This is an optimization exercise on Yosys and OpenROAD, whose aim is small area, a short achievable clock period and few clock cycles, not a production implementation. Function was checked by simulation only, so behaviour that the tests miss may differ from the original. Power and IR drop assume default switching activity.

## constraint.sdc

```tcl
create_clock -name core_clock -period 10.0 [get_ports {clk}]
set_input_delay 2.0000 -clock core_clock [delete_from_list [all_inputs] [get_ports {clk}]]
set_output_delay 2.0000 -clock core_clock [all_outputs]
set_load 0.01 [all_outputs]
```

## design.v

```verilog
module folio_dec (
    input  wire        clk,
    input  wire        rst,
    input  wire        start,
    input  wire        cfg_explicit,
    input  wire [1:0]  cfg_book,
    input  wire [17:0] cfg_len,       
    output wire        idle,
    input  wire        in_valid,
    input  wire [7:0]  in_data,
    output reg         in_ready,
    output reg         tok_valid,
    input  wire        tok_ready,
    output reg         tok_copy,
    output wire [3:0]  tok_lit,
    output reg  [15:0] tok_dist,
    output reg  [12:0] tok_len,
    output reg         done,
    output reg  [2:0]  res_code,
    output reg  [7:0]  res_detail,
    output wire [31:0] res_nibble,
    output wire [31:0] res_bit
);
    localparam integer W = 34;           
    reg        st_idle, st_load, st_setup, st_dec, st_fin;
    reg        expl;
    reg [1:0]  book;
    reg [6:0]  sidx;         
    reg        half;         
    reg [5:0]  cbn;          
    reg        eotp;         
    reg [3:0]  step;         
    reg [8:0]  rprev;        
    reg [6:0]  eprev;        
    reg        kneg, kbig;   
    reg [6:0]  tab  [0:120];
    reg [6:0]  ends [1:15];      
    reg [6:0]  r1 [1:15];        
    reg [7:0]  ib;
    reg        ibv;
    reg [17:0] remain;           
    reg [W-1:0] bb;
    reg [5:0]  bc;
    reg        bv, btr;
    reg [6:0]  bidx;
    reg [3:0]  bL;
    reg        cv, ctr;
    reg [6:0]  csym;
    reg [25:0] cext;
    reg [5:0]  ctot;
    reg        dv, dtr, dres;
    reg        dlit, drun, dup, dmat, deot;
    reg [12:0] dn;
    reg [15:0] dd;
    reg [5:0]  dtot;
    reg [16:0] pos;
    reg [20:0] committed;
    reg [7:0]  ahead;
    reg        sv, scopy;
    reg [15:0] sdist;
    reg [12:0] slen;
    reg        rff;
    integer i;
    assign idle = st_idle;
    assign tok_lit = tok_dist[3:0];
    assign res_nibble = rff ? 32'hFFFF_FFFF : {15'd0, pos};
    assign res_bit    = rff ? 32'hFFFF_FFFF : {11'd0, committed};
    function [3:0] book_len;
        input [1:0] b;
        input [6:0] s;
        begin
            case (b)
                2'd0: begin
                    if (s == 0) book_len = 2;
                    else if (s <= 14) book_len = 9;
                    else if (s == 15) book_len = 4;
                    else if (s <= 27) book_len = 8;
                    else if (s <= 47) book_len = 6;
                    else if (s <= 59) book_len = 8;
                    else if (s <= 79) book_len = 7;
                    else if (s <= 88) book_len = 8;
                    else book_len = 9;
                end
                2'd1: begin
                    if (s <= 15) book_len = 6;
                    else if (s <= 27) book_len = 8;
                    else if (s <= 47) book_len = 9;
                    else if (s <= 79) book_len = 7;
                    else if (s <= 91) book_len = 6;
                    else book_len = 7;
                end
                2'd2: begin
                    if (s <= 15) book_len = 5;
                    else if (s <= 27) book_len = 7;
                    else if (s <= 47) book_len = 9;
                    else if (s <= 59) book_len = 6;
                    else if (s <= 79) book_len = 9;
                    else if (s <= 110) book_len = 8;
                    else book_len = 9;
                end
                default: begin
                    if (s <= 15) book_len = 6;
                    else if (s <= 102) book_len = 7;
                    else book_len = 8;
                end
            endcase
        end
    endfunction
    function [8:0] sym_extra;
        input [6:0] s;
        reg [6:0] m;
        reg [3:0] e1;
        reg [4:0] e2;
        begin
            e1 = 4'd0;
            e2 = 5'd0;
            if (s >= 7'd28 && s <= 7'd47)
                e1 = (s - 7'd26) >> 1;
            else if (s >= 7'd60 && s <= 7'd79)
                e1 = (s - 7'd58) >> 1;
            else if (s >= 7'd80 && s <= 7'd119) begin
                m = (s - 7'd80) % 7'd10;
                case (m[3:0])
                    4'd0, 4'd1: e1 = 4'd0;
                    4'd9:       e1 = 4'd10;
                    default:    e1 = m[3:0] - 4'd1;
                endcase
                m = (s - 7'd80) / 7'd10;
                e2 = ({3'b000, m[1:0]} + 5'd1) << 2;
            end
            sym_extra = {e1, e2};
        end
    endfunction
    reg [15:1] hit;
    reg [15:1] oh;
    reg [6:0]  a_w;
    reg [6:0]  a_base;
    reg [3:0]  a_L;
    reg        a_le;       
    reg [14:0] wn;
    always @(*) begin
        for (i = 1; i <= 15; i = i + 1) begin
            wn = (~bb[W-1 -: 15]) >> (15 - i);
            hit[i] = ({1'b0, wn} >= {9'd0, r1[i] & ((i >= 6) ? 7'h7f : ((7'd1 << (i + 1)) - 7'd1))});
        end
        oh[1] = hit[1];
        for (i = 2; i <= 15; i = i + 1)
            oh[i] = hit[i] && !(|(hit & ((15'd1 << (i - 1)) - 15'd1)));
        a_w    = 7'd0;
        a_base = 7'd0;
        a_L    = 4'd0;
        a_le   = 1'b0;
        for (i = 1; i <= 15; i = i + 1) begin
            wn = bb[W-1 -: 15] >> (15 - i);
            if (oh[i]) begin
                a_w    = a_w | wn[6:0];
                a_base = a_base | ends[i];
                a_L    = a_L | i[3:0];
                a_le   = a_le | (bc >= i);
            end
        end
    end
    wire [6:0] a_idx = a_w + a_base;
    wire nomore = (remain == 18'd0) && !ibv;
    wire [6:0] b_sym = tab[bidx];
    wire [8:0] b_ex  = sym_extra(b_sym);
    wire [5:0] b_E   = {2'b00, b_ex[8:5]} + {1'b0, b_ex[4:0]};
    wire       b_k9r = (b_ex[8:5] == 4'd10) && (b_sym >= 7'd80) && (bc >= 6'd10) &&
                       (bb[W-1 -: 10] >= 10'd766);
    wire       b_enough = (bc >= b_E) || b_k9r;
    wire       b_e0  = (b_E == 6'd0);
    wire       stall = sv;
    wire       b_go   = bv && !stall && (btr || b_e0 || b_enough || nomore);
    wire       b_shift = bv && !btr && !b_e0 && (bc >= b_E) && !stall;
    wire       a_ok   = st_dec && !stall && (!bv || (b_go && b_e0 && !btr));
    wire       a_go   = a_ok && (a_le || nomore);
    wire       a_tr   = !a_le;
    wire       merge  = st_dec && ibv && (bc <= W - 8);
    wire [W-1:0] bb_m = merge ? (bb | ({ib, {(W-8){1'b0}}} >> bc)) : bb;
    wire [5:0] bc_m   = merge ? bc + 6'd8 : bc;
    wire [5:0] k      = b_shift ? b_E : ((a_go && a_le) ? {2'b00, a_L} : 6'd0);
    wire [8:0]  c_ex = sym_extra(csym);
    wire [3:0]  c_e1 = c_ex[8:5];
    wire [4:0]  c_e2 = c_ex[4:0];
    wire [9:0]  c_x1 = cext[25:16] >> (4'd10 - c_e1);
    wire [25:0] c_sh = cext << c_e1;
    wire [15:0] c_x2 = c_sh[25:10] >> (5'd16 - c_e2);
    wire        c_lit = (csym <= 7'd15);
    wire        c_run = (csym >= 7'd16) && (csym <= 7'd47);
    wire        c_up  = (csym >= 7'd48) && (csym <= 7'd79);
    wire        c_mat = (csym >= 7'd80) && (csym <= 7'd119);
    wire        c_eot = (csym == 7'd120);
    wire [6:0]  c_mr  = csym - 7'd80;
    wire [6:0]  c_k   = c_mr % 7'd10;
    wire [6:0]  c_g   = c_mr / 7'd10;
    wire [4:0]  c_j   = c_run ? (csym[4:0] - 5'd16) : (csym[4:0] - 5'd16);
    reg  [12:0] c_b1;
    reg  [15:0] c_b2;
    reg  [3:0]  c_je;
    always @(*) begin
        c_b1 = 13'd0;
        c_b2 = 16'd0;
        c_je = 4'd0;
        if (c_run || c_up) begin
            if (c_j < 5'd12)
                c_b1 = 13'd2 + {8'd0, c_j};
            else begin
                c_je = (c_j - 5'd10) >> 1;
                c_b1 = 13'd10 + (13'd1 << (c_je + 4'd1)) + (c_j[0] ? (13'd1 << c_je) : 13'd0);
            end
            if (c_up) c_b1 = c_b1 - 13'd1;
            c_b2 = c_run ? 16'd1 : 16'd2048;
        end else if (c_mat) begin
            case (c_k[3:0])
                4'd0: c_b1 = 13'd3;
                4'd1: c_b1 = 13'd4;
                4'd2: c_b1 = 13'd5;
                4'd3: c_b1 = 13'd7;
                4'd4: c_b1 = 13'd11;
                4'd5: c_b1 = 13'd19;
                4'd6: c_b1 = 13'd35;
                4'd7: c_b1 = 13'd67;
                4'd8: c_b1 = 13'd131;
                default: c_b1 = 13'd259;
            endcase
            case (c_g[1:0])
                2'd0: c_b2 = 16'd1;
                2'd1: c_b2 = 16'd17;
                2'd2: c_b2 = 16'd273;
                default: c_b2 = 16'd4369;
            endcase
        end else if (c_lit) begin
            c_b1 = 13'd1;
            c_b2 = {12'd0, csym[3:0]};
        end
    end
    wire c_res = (c_run && c_j == 5'd31 && c_x1 >= 10'd1015) ||
                 (c_up  && c_j == 5'd31 && c_x1 >= 10'd1016) ||
                 (c_mat && c_k[3:0] == 4'd9 && c_x1 >= 10'd766) ||
                 (c_mat && c_g[1:0] == 2'd3 && c_x2 >= 16'd61167);
    wire [12:0] c_n = c_b1 + {3'd0, c_x1};
    wire [15:0] c_d = c_b2 + (c_mat ? c_x2 : 16'd0);
    wire [17:0] d_end  = {1'b0, pos} + {5'd0, dn};
    wire        d_go   = dv && !stall;
    reg         d_err;
    reg  [2:0]  d_code;
    reg  [7:0]  d_det;
    always @(*) begin
        d_err  = 1'b1;
        d_code = 3'd0;
        d_det  = 8'h00;
        if (dtr) begin
            d_code = 3'd5; d_det = 8'h40;
        end else if (dres) begin
            d_code = 3'd1; d_det = 8'h12;
        end else if (drun && pos == 17'd0) begin
            d_code = 3'd2; d_det = 8'h21;
        end else if (dup && pos < 17'd2048) begin
            d_code = 3'd2; d_det = 8'h22;
        end else if (dmat && {1'b0, dd} > pos) begin
            d_code = 3'd2; d_det = 8'h20;
        end else if (deot && pos != 17'd65536) begin
            d_code = 3'd3; d_det = 8'h31;
        end else if (deot && ((remain != 18'd0) || (ahead >= {2'b00, dtot} + 8'd8))) begin
            d_code = 3'd4; d_det = 8'h09;
        end else if (deot) begin
            d_code = 3'd0; d_det = 8'h00;
        end else if (d_end > 18'd65536) begin
            d_code = 3'd3; d_det = 8'h30;
        end else
            d_err = 1'b0;
    end
    wire        d_tok  = d_go && !d_err;
    wire        d_stop = d_go && d_err;
    wire [20:0] d_cadd = committed + {13'd0, dtr ? ahead : {2'b00, dtot}};
    wire [20:0] d_cup  = (d_cadd + 21'd7) & ~21'd7;
    wire        t_free  = !tok_valid || tok_ready;
    wire        all_out = !sv && t_free;
    wire        acc = in_valid && in_ready;
    wire [3:0]  l_len = expl ? (half ? ib[3:0] : ib[7:4]) : book_len(book, sidx);
    wire        l_go  = st_load && (!expl || ibv);
    wire        l_ins = l_go && (l_len != 4'd0);
    wire        l_last = (sidx == 7'd120);
    reg  [6:0]  l_P;
    always @(*) begin
        l_P = 7'd0;
        for (i = 1; i <= 15; i = i + 1)
            if (l_len == i) l_P = ends[i];
    end
    wire [6:0]  s_e    = ends[1];
    wire [6:0]  s_cnt  = s_e - eprev;
    wire [8:0]  s_r    = {rprev[7:0], 1'b0} - {2'b00, s_cnt};
    wire [6:0]  s_pow  = (step <= 4'd6) ? (7'd1 << step) : 7'd0;
    wire [6:0]  s_base = eprev + {rprev[5:0], 1'b0} - s_pow;
    wire        s_neg  = kneg || (!kbig && s_r[8]);
    wire        s_big  = kbig || (!kneg && !s_r[8] && s_r[7]);
    always @(posedge clk) begin
        if (l_ins) begin
            for (i = 0; i < 121; i = i + 1)
                if (i >= l_P)
                    tab[i] <= (i == l_P) ? sidx : tab[(i == 0) ? 0 : i - 1];
            for (i = 1; i <= 15; i = i + 1)
                if (i >= l_len)
                    ends[i] <= ends[i] + 7'd1;
        end
        if (st_setup) begin
            for (i = 1; i < 15; i = i + 1)
                ends[i] <= ends[i + 1];
            ends[15] <= s_base;
            for (i = 1; i <= 15; i = i + 1)
                if (step == i)
                    r1[i] <= s_r[6:0];
        end
        if (st_idle && start) begin
            for (i = 1; i <= 15; i = i + 1)
                ends[i] <= 7'd0;
        end
        if (rst) begin
            st_idle   <= 1'b1;
            st_load   <= 1'b0;
            st_setup  <= 1'b0;
            st_dec    <= 1'b0;
            st_fin    <= 1'b0;
            ibv       <= 1'b0;
            bv        <= 1'b0;
            cv        <= 1'b0;
            dv        <= 1'b0;
            tok_valid <= 1'b0;
            sv        <= 1'b0;
            done      <= 1'b0;
        end else begin
            done <= 1'b0;
            if (st_idle && start) begin
                st_idle   <= 1'b0;
                st_load   <= 1'b1;
                expl      <= cfg_explicit;
                book      <= cfg_book;
                remain    <= cfg_len;
                sidx      <= 7'd0;
                half      <= 1'b0;
                cbn       <= 6'd0;
                eotp      <= 1'b0;
                step      <= 4'd1;
                rprev     <= 9'd1;
                eprev     <= 7'd0;
                kneg      <= 1'b0;
                kbig      <= 1'b0;
                bb        <= {W{1'b0}};
                bc        <= 6'd0;
                pos       <= 17'd0;
                committed <= 21'd0;
                ahead     <= 8'd0;
                rff       <= 1'b0;
                ibv       <= 1'b0;
            end
            if (l_go) begin
                if (l_last && l_len != 4'd0) eotp <= 1'b1;
                sidx <= sidx + 7'd1;
                if (expl) half <= !half;
                if (l_last) begin
                    st_load  <= 1'b0;
                    st_setup <= 1'b1;
                end
            end
            if (st_setup) begin
                step  <= step + 4'd1;
                rprev <= s_r;
                eprev <= s_e;
                kneg  <= s_neg;
                kbig  <= s_big;
                if (step == 4'd15) begin
                    st_setup <= 1'b0;
                    if (s_neg || s_big || s_r != 9'd0 || !eotp) begin
                        res_code   <= 3'd1;
                        res_detail <= s_neg ? 8'h11 : (s_big || s_r != 9'd0) ? 8'h10 : 8'h18;
                        rff        <= 1'b1;
                        done       <= 1'b1;
                        st_idle    <= 1'b1;
                    end else begin
                        st_dec <= 1'b1;
                    end
                end
            end
            if (st_load && expl) begin
                if (acc) begin
                    ib  <= in_data;
                    ibv <= 1'b1;
                    cbn <= cbn + 6'd1;
                end else if (l_go && (half || l_last)) begin
                    ibv <= 1'b0;
                end
            end else if (!st_idle) begin
                if (acc) begin
                    ib     <= in_data;
                    ibv    <= 1'b1;
                    remain <= remain - 18'd1;
                end else if (merge) begin
                    ibv <= 1'b0;
                end
            end
            if (st_dec) begin
                bb <= bb_m << k;
                bc <= bc_m - k;
            end
            if (a_ok) begin
                bv <= a_go;
                if (a_go) begin
                    btr  <= a_tr;
                    bidx <= a_idx;
                    bL   <= a_L;
                end
            end else if (b_go) begin
                bv <= 1'b0;
            end
            if (!stall) begin
                cv <= b_go;
                if (b_go) begin
                    ctr  <= btr || !(b_e0 || b_enough);
                    csym <= b_sym;
                    cext <= bb[W-1 -: 26];
                    ctot <= {2'b00, bL} + b_E;
                end
            end
            if (!stall) begin
                dv <= cv;
                if (cv) begin
                    dtr  <= ctr;
                    dres <= c_res;
                    dlit <= c_lit;
                    drun <= c_run;
                    dup  <= c_up;
                    dmat <= c_mat;
                    deot <= c_eot;
                    dn   <= c_n;
                    dd   <= c_d;
                    dtot <= ctot;
                end
            end
            if (!st_idle)
                ahead <= ahead + ((acc && !(st_load && expl)) ? 8'd8 : 8'd0) - (d_tok ? {2'b00, dtot} : 8'd0);
            if (d_tok) begin
                pos       <= d_end[16:0];
                committed <= committed + {15'd0, dtot};
            end
            if (d_stop) begin
                res_code   <= d_code;
                res_detail <= d_det;
                if (dtr)
                    committed <= d_cadd;
                else if (deot && d_code == 3'd0)
                    committed <= d_cadd;
                else if (deot && d_code == 3'd4)
                    committed <= d_cup;
                st_dec <= 1'b0;
                bv     <= 1'b0;
                cv     <= 1'b0;
                dv     <= 1'b0;
                if (all_out) begin
                    done    <= 1'b1;
                    st_idle <= 1'b1;
                end else begin
                    st_fin <= 1'b1;
                end
            end
            if (st_fin && all_out) begin
                st_fin  <= 1'b0;
                done    <= 1'b1;
                st_idle <= 1'b1;
            end
            if (t_free) begin
                if (sv) begin
                    tok_valid <= 1'b1;
                    tok_copy  <= scopy;
                    tok_dist  <= sdist;
                    tok_len   <= slen;
                    sv        <= 1'b0;
                end else begin
                    tok_valid <= d_tok;
                    tok_copy  <= !dlit;
                    tok_dist  <= dd;
                    tok_len   <= dn;
                end
            end else if (d_tok) begin
                sv    <= 1'b1;
                scopy <= !dlit;
                sdist <= dd;
                slen  <= dn;
            end
        end
    end
    reg rdy_n;
    always @(*) begin
        rdy_n = 1'b0;
        if (!rst) begin
            if (st_idle) begin
                rdy_n = start;
            end else if (st_load && expl) begin
                rdy_n = (cbn + (acc ? 6'd1 : 6'd0) < 6'd61) &&
                        !(acc) && (ibv ? (l_go && !half && !l_last) : 1'b1);
            end else if ((st_load || st_setup || st_dec) && !d_stop) begin
                rdy_n = ((remain - (acc ? 18'd1 : 18'd0)) != 18'd0) &&
                        (!(acc || (ibv && !merge)) || (st_dec && bc_m <= W - 8));
            end
        end
    end
    always @(posedge clk) in_ready <= rdy_n;
endmodule
```

## config.mk

```make
export PLATFORM = sky130hd
export DESIGN_NAME = folio_dec
export DESIGN_NICKNAME = folio_dec
export VERILOG_FILES = /design/flow/design.v
export SDC_FILE = /design/flow/constraint.sdc
export NUM_CORES = 4
export LEC_CHECK = 0
export CAP_MARGIN = 20
export CORE_MARGIN = 2
export CORE_UTILIZATION = 40
export SLEW_MARGIN = 20
```

## run.sh

```bash
#!/bin/bash
# synth_recipe.tcl (not shown) runs the flow's synth.tcl, then flattens the netlist and writes it again
# the make line also repeats each setting of config.mk as NAME=value (left out here)
make -C /OpenROAD-flow-scripts/flow DESIGN_CONFIG=/design/flow/config.mk WORK_HOME=/design/flow/orfs CLKGATE_MAP_FILE= SYNTH_SCRIPT=/design/flow/synth_recipe.tcl finish
```

==> impl_metrics.toml <==
[outcome]
status = "finished with violations"
check.faults = "setup timing"

[timing]
clock_skew_ps = 62.7
period_share = 1.13
maxSlewViolCount = 0
setup_viol = 92
min_period_ps = 11270
relSlewSlack = 0.174
worst_pin_slew_ps = 1240
final_hold_viol_count = 0
rsz0062_at_grt = "yes"
final.setup.worst_slack_ps = -1270
fmax_mhz = 88.7

[global_route]
grt_pass1_vias = 72300
antenna_found_initial = 85
grt_max_degree = 122
grt_first_pass_wirelength_um = 641000
grt_util_all_layers = 0.431
overflow = 0

[cts]
clk_pin_slew_ps = 60
cts_tree = "done"
cts_max_path_buffers = 3
clock-sinks = 1370
tritoncts.num_buffers = 158
htreeDepth = 4
root_buffer = "clkbuf_16"
clk_latency_ps = 890
cts_hold_buf = 0

[run]
cap_violations = 0

[setup_path]
slowest_delay_ps = 810
reg2reg_to = "bb[33]"
cp-start-kind = "register"
end_kind = "register"
cp_slowest_cell = "nor4_1"
cpMostUsedCell = "buf_4"
crit_required_ps = 10560
arrival_ps = 11830
path_max_fanout = 7
r2r_slack_ps = -1270
crit_type = "register to register"
r2r-start = "bidx[2]"
r2r_cells = 55

[floorplan]
io_pins = 147
core_area_mm2 = 0.214
die_h_um = 468
rows = 170
die-area_mm2 = 0.219
start_util = 0.401
chipWidth_um = 468

[cells_and_area]
fin_area_mm2 = 0.107
layout-drive-gt1-share = 0.307
syn_to_final_growth_pct = 25.0
fill_cells = 19300
regArea_mm2 = 0.0400
mostFrequentLayoutCells = "edfxtp_1, buf_4, mux2_2"
multi_input_area_mm2 = 0.0442
final_common_cell = "edfxtp_1"
fin_nets = 9454

[power_and_ir_drop]
cellLeakagePower_nw = 39.8
p_per_area_mw_per_mm2 = 134
power_mw = 14.4
vdd_ir_drop_max_uv = 194

[logic_synthesis]
syn_area_per_cell_um2 = 10.6
ys_seq_area_frac = 0.465
netlist_area_mm2 = 0.0860
synthCells = 8075
synth_edf_count = 1252
yosysWarnings = 4
async_flop_share = 0
synth_top_flop_cell = "edfxtp_1"
synth_seq_cells = 1370
synth_cell_types = 116

[detailed_routing]
first_iter_violations = 12200
wl_per_cell_um = 40.0
ant_nets = 0
dr.pass1.iters = 7
via_per_inst = 6.56
vias = 79500
wl_um = 484000
drc = 0

[worst_hold_path]
worstHoldStart = "ctot[2]"
whs_endpoint = "dtot[2]"
min_path_cells = 0
hold_path.class = "register to register"

[placed_design]
io_buffers = 144
gp_congestion = 1.17
place_hpwl_um = 381000
placed_area_mm2 = 0.0988
[repair_timing]
| item | 4_1_cts | 5_1_grt |
|---|---|---|
| pin swaps | 89 | 56 |
| gates cloned | 10 | 1 |
| buffers inserted | 91 | 29 |
| setup endpoints to repair | 97 | 100 |
| gates resized for setup | 277 | 122 |
[cell type report]
| class | instances | area share |
|---|---|---|
| Multi-Input combinational cell | 5803 | 0.411 |
| Timing Repair Buffer | 1431 | 0.120 |
| Clock inverter | 93 | 0.0118 |
| Inverter | 324 | 0.0114 |
| Clock buffer | 198 | 0.0388 |
| Tap cell | 2838 | 0.0330 |
| Sequential cell | 1370 | 0.372 |
| Antenna cell | 57 | 0.00133 |
[how the worst max path moves through the flow]
| stage | startpoint | end | slack, ps | cells after the start |
|---|---|---|---|---|
| after floorplan | bidx[3] | bc[5] | -510 | 67 |
| after global placement | bidx[2] | bb[31] | -2090 | 61 |
| after detailed placement | bidx[2] | bb[31] | -1920 | 60 |
| after CTS | bidx[3] | bb[33] | -820 | 59 |
| after global routing | bidx[1] | bb[31] | -1360 | 59 |
| final | bidx[2] | bb[33] | -1270 | 55 |
[per-layer routing]
| metal | track usage | part of all wire | vias up |
|---|---|---|---|
| li1 | - | - | 32500 |
| met1 | 0.603 | 0.42 | 40100 |
| met2 | 0.568 | 0.38 | 5648 |
| met3 | 0.172 | 0.14 | 1142 |
| met4 | 0.212 | 0.058 | 40 |
| met5 | 0 | 0.00056 | - |
[registers in the layout, summed over array words and instances, names as in the netlist, 17 cells and up]
signal     count
r1            90
remain        18
bb            34
tab          847
ends         105
pos           17
committed     21
cext          26
[logic make-up (layout without fill, tap and decap cells)]
logic type	Yosys count	after routing	synth area share
flops	1370	1370	0.465
buf+inv	903	2046	0.0446
other cells	1	59	0.0000436
simple gates	2337	2337	0.134
xor+xnor	216	216	0.0220
compound gates	1798	1798	0.140
mux	1116	1116	0.144
fa+ha+maj	334	334	0.0503
[metrics by stage]
stage,util,hold slack [ps],cells,setup slack (ps),TNS (ps)
2_1_floorplan,-,400,8076,-511,-6160
3_3_place_gp,0.461,431,11600,-2090,-137690
3_5_place_dp,0.461,425,11600,-1920,-113050
4_1_cts,0.498,422,12000,-819,-28770
5_1_grt,0.501,430,12100,-1360,-66080
6_report,0.502,429,12100,-1270,-57460
[cells in the mapped netlist, drive strengths merged (22+ instances only)]
| cell type | n | area, um2 |
|---|---|---|
| a221oi | 40 | 350 |
| o22ai | 63 | 400 |
| o31ai | 42 | 315 |
| or2 | 62 | 390 |
| a22oi | 233 | 1760 |
| a221o | 35 | 350 |
| o21bai | 27 | 203 |
| nor4 | 50 | 319 |
| nand3 | 239 | 1200 |
| nor3b | 36 | 270 |
| o21a | 22 | 165 |
| and2 | 83 | 522 |
| nand2b | 63 | 394 |
| or3 | 35 | 219 |
| a22o | 38 | 333 |
| a21oi | 470 | 2360 |
| clkbuf | 413 | 1550 |
| o21ai | 313 | 1580 |
| ha | 312 | 3900 |
| edfxtp | 1252 | 37600 |
| mux2 | 911 | 10300 |
| a21o | 79 | 593 |
| xor2 | 77 | 674 |
| nand2 | 496 | 1870 |
| and3 | 84 | 526 |
| a32oi | 49 | 429 |
| inv | 318 | 1200 |
| a211oi | 70 | 526 |
| nand4 | 86 | 538 |
| nor2b | 74 | 463 |
| o32ai | 29 | 254 |
| nor3 | 126 | 636 |
| nand3b | 62 | 465 |
| nor2 | 735 | 2760 |
| buf | 166 | 1060 |
| mux2i | 202 | 2040 |
| xnor2 | 139 | 1220 |
| o211ai | 43 | 333 |
| a31oi | 58 | 363 |
| dfxtp | 118 | 2360 |
[where the power goes]
| group | switching, mW | internal (mW) |
|---|---|---|
| Combinational | 0.962 | 0.505 |
| Sequential | 0.281 | 6.46 |
| Clock | 2.63 | 3.52 |
[worst max-delay path: cells and delay by family, from the launching register on]
kind	cells	cell delay [ps]
AOI/OAI and AO/OA	19	3300
and+or+nand+nor	13	2800
buffers and inverters	11	1630
adders and majority gates	6	1530
muxes	5	1040
DFF	1	490
xor gates and xnor gates	1	160
Testbench counts, summed over its fixed seeds: cycles 53,666.

==> port drivers added, routing unchanged <==
How much do the figures lean on ideal ports? The routed layout below was timed once more, with nothing changed but the port constraints.
Step 1 (the two cells are an assumption about what drives the block):
set clk [get_ports {clk}]
set_driving_cell -lib_cell sky130_fd_sc_hd__clkbuf_16 $clk
set_driving_cell -lib_cell sky130_fd_sc_hd__buf_2 [delete_from_list [all_inputs] $clk]
Step 2 also shifts input and output timing later by t, the mid clock arrival at the registers, as if the neighbouring blocks saw the same clock.
a / b / c = no drivers / after step 1 / after step 2; a / b = the first two.
shift t [ns]: 0.946
setup slack, ns: -1.274 / -1.274 / -1.274
worst hold slack (ns): 0.429 / 0.429 / 0.429
slew at the worst register clock pin (ns): 0.08 / 0.08
cell pins on the clock port's net: 1
The setup slack of this run moves by 0.000 ns with the drivers and by 0.000 ns with both steps.
